Background: an optimization exercise with open tools, aiming at small area. Do not read the settings as production practice. Only simulation tests tie the RTL to the original design; equivalence was not proved. Power is estimated from default activity; no workload was simulated.

## alpha
Design treadle_law, start of the top module:
module treadle_law (
    input  wire               clk,
    input  wire               rst,       
    input  wire               sample,    
    input  wire               first,     
    input  wire               bias,      
    input  wire signed [31:0] r,
    input  wire signed [31:0] y,
    input  wire signed [23:0] kp,
    input  wire signed [23:0] ki,
    input  wire signed [23:0] kd,
    input  wire signed [23:0] kf,
    input  wire        [4:0]  shift,
    input  wire        [15:0] u0,
    input  wire        [15:0] umin,
    input  wire        [15:0] umax,
    output reg         [15:0] u,
    output reg                upd,       
    output reg                sat,
    output reg                hold
);
Size in the first run: ~240 I/O pins, about 21000 um2 of cells after synthesis.
==> flow/config.mk <==
export PLATFORM = sky130hd
export DESIGN_NAME = treadle_law
export DESIGN_NICKNAME = treadle_law
export VERILOG_FILES = /design/flow/design.v
export SDC_FILE = /design/flow/constraint.sdc
export NUM_CORES = 4
export LEC_CHECK = 0
export ABC_AREA = 1
export CAP_MARGIN = 20
export CORE_MARGIN = 2
export CORE_UTILIZATION = 80
export CTS_BUF_LIST = sky130_fd_sc_hd__clkbuf_16
export CTS_CLUSTER_DIAMETER = 80
export CTS_CLUSTER_SIZE = 24
export PLACE_DENSITY = 0.9
export SLEW_MARGIN = 20
==> flow/constraint.sdc <==
create_clock -name core_clock -period 10.0 [get_ports {clk}]
set_input_delay 2.0000 -clock core_clock [delete_from_list [all_inputs] [get_ports {clk}]]
set_output_delay 2.0000 -clock core_clock [all_outputs]
set_load 0.01 [all_outputs]
standard.sh (not shown) runs the stock make flow with config.mk's settings and CLKGATE_MAP_FILE= SYNTH_SCRIPT=/design/flow/synth_recipe.tcl, a recipe that flattens the netlist after the stock synthesis.
==> flow/flow/run.sh <==
#!/bin/bash
# Standard layout, with buf_1 cells as the port buffers.
set -euo pipefail
bash standard.sh 'BUFFER_PORTS_ARGS=-buffer_cell sky130_fd_sc_hd__buf_1' finish > standard_make.log 2>&1
alpha reached the final stage; the timing, design-rule and antenna checks on its layout passed.
## Diff of input files: beta against alpha
# alpha
export LEC_CHECK = 0
export ABC_AREA = 1
export CAP_MARGIN = 20
export CORE_MARGIN = 2
export CORE_UTILIZATION = 80
export CTS_BUF_LIST = sky130_fd_sc_hd__clkbuf_16
export CTS_CLUSTER_DIAMETER = 80
export CTS_CLUSTER_SIZE = 24
export PLACE_DENSITY = 0.9
export SLEW_MARGIN = 20
create_clock -name core_clock -period 10.0 [get_ports {clk}]
# beta
export LEC_CHECK = 0
export CAP_MARGIN = 10
export CORE_MARGIN = 2
export CORE_UTILIZATION = 85
export CTS_BUF_LIST = sky130_fd_sc_hd__clkbuf_16
export CTS_CLUSTER_DIAMETER = 80
export CTS_CLUSTER_SIZE = 24
export PLACE_DENSITY = 0.92
export SLEW_MARGIN = 10
create_clock -name core_clock -period 10.0 [get_ports {clk}]
- Going from alpha to beta, number of non-clock buffers in the layout grew slightly.
- Delta (beta minus alpha): power in sequential cells increased about 6%, number of distinct standard cells referenced by the synthesized netlist increased 23, clock latency on the worst-skew pair essentially unchanged.
- For alpha, the launch point of the worst path was ph[0]$_DFF_P_, unlike beta, where it was horner$_SDFF_PP0_.

---

Starting RTL as in the previous note.
clock: 10.0 ns
lec_check: 0
cap_margin: 20
core_margin: 2
core_utilization: 80
cts_buf_list: sky130_fd_sc_hd__clkbuf_8
cts_cluster_diameter: 70
cts_cluster_size: 14
place_density: 0.9
slew_margin: 20
Scripts as last shown in full above: flow/flow/run.sh
Change:
==> flow/flow/run.sh (replaced) <==
#!/bin/bash
# Standard layout, with buf_1 cells as the port buffers and a clock tree
# without dummy loads.
set -euo pipefail
bash standard.sh \
  'BUFFER_PORTS_ARGS=-buffer_cell sky130_fd_sc_hd__buf_1' \
  'CTS_ARGS=-sink_clustering_enable -repair_clock_nets -sink_clustering_size 30 -sink_clustering_max_diameter 60 -buf_list sky130_fd_sc_hd__clkbuf_16 -dont_use_dummy_load' \
  finish > standard_make.log 2>&1
--- a/flow/config.mk
+++ b/flow/config.mk
@@ -9,7 +9,7 @@
 export CORE_MARGIN = 2
 export CORE_UTILIZATION = 80
-export CTS_BUF_LIST = sky130_fd_sc_hd__clkbuf_8
-export CTS_CLUSTER_DIAMETER = 70
-export CTS_CLUSTER_SIZE = 14
+export CTS_BUF_LIST = sky130_fd_sc_hd__clkbuf_16
+export CTS_CLUSTER_DIAMETER = 60
+export CTS_CLUSTER_SIZE = 30
 export PLACE_DENSITY = 0.9
 export SLEW_MARGIN = 20
=>
- die area is unchanged
- worst setup slack is worse by 0.056 ns
- sequential power is about the same
- via count decreases by about 0.43%
- synthesized area does not change
- clock power rises by about 20%
- combinational power stays flat
- global-route usage rose by 0.42 points
- maximum frequency goes down by about 0.6%
- routed wire length came out higher by about 2.2%

what the ideal ports hide:
In the flow no input, the clock included, has a driving cell. The finished layouts below were timed again as built, in two steps.
Step 1 sets driving cells, clkbuf_16 on the clock port and buf_2 on the other inputs (assumed; they add their load-dependent delay and slew).
Step 2 times the ports against the registers' clock, not the clock port: input delays grow and output delays shrink by t, the midpoint of the rising clock arrivals with the driver on.
Slacks: ideal ports / drivers / drivers and shift; pairs: ideal ports / drivers.
run	t, ns	slack for setup (ns)	clock arrival spread, ns
alpha	0.583	0.521 / 0.521 / 0.521	0.026 / 0.027
beta	0.603	0.236 / 0.236 / 0.236	0.022 / 0.022
the first run of note 2	0.595	0.369 / 0.369 / 0.369	0.030 / 0.030
the second run of note 2	0.603	0.313 / 0.313 / 0.313	0.069 / 0.069
After both steps every run listed still meets setup and hold.
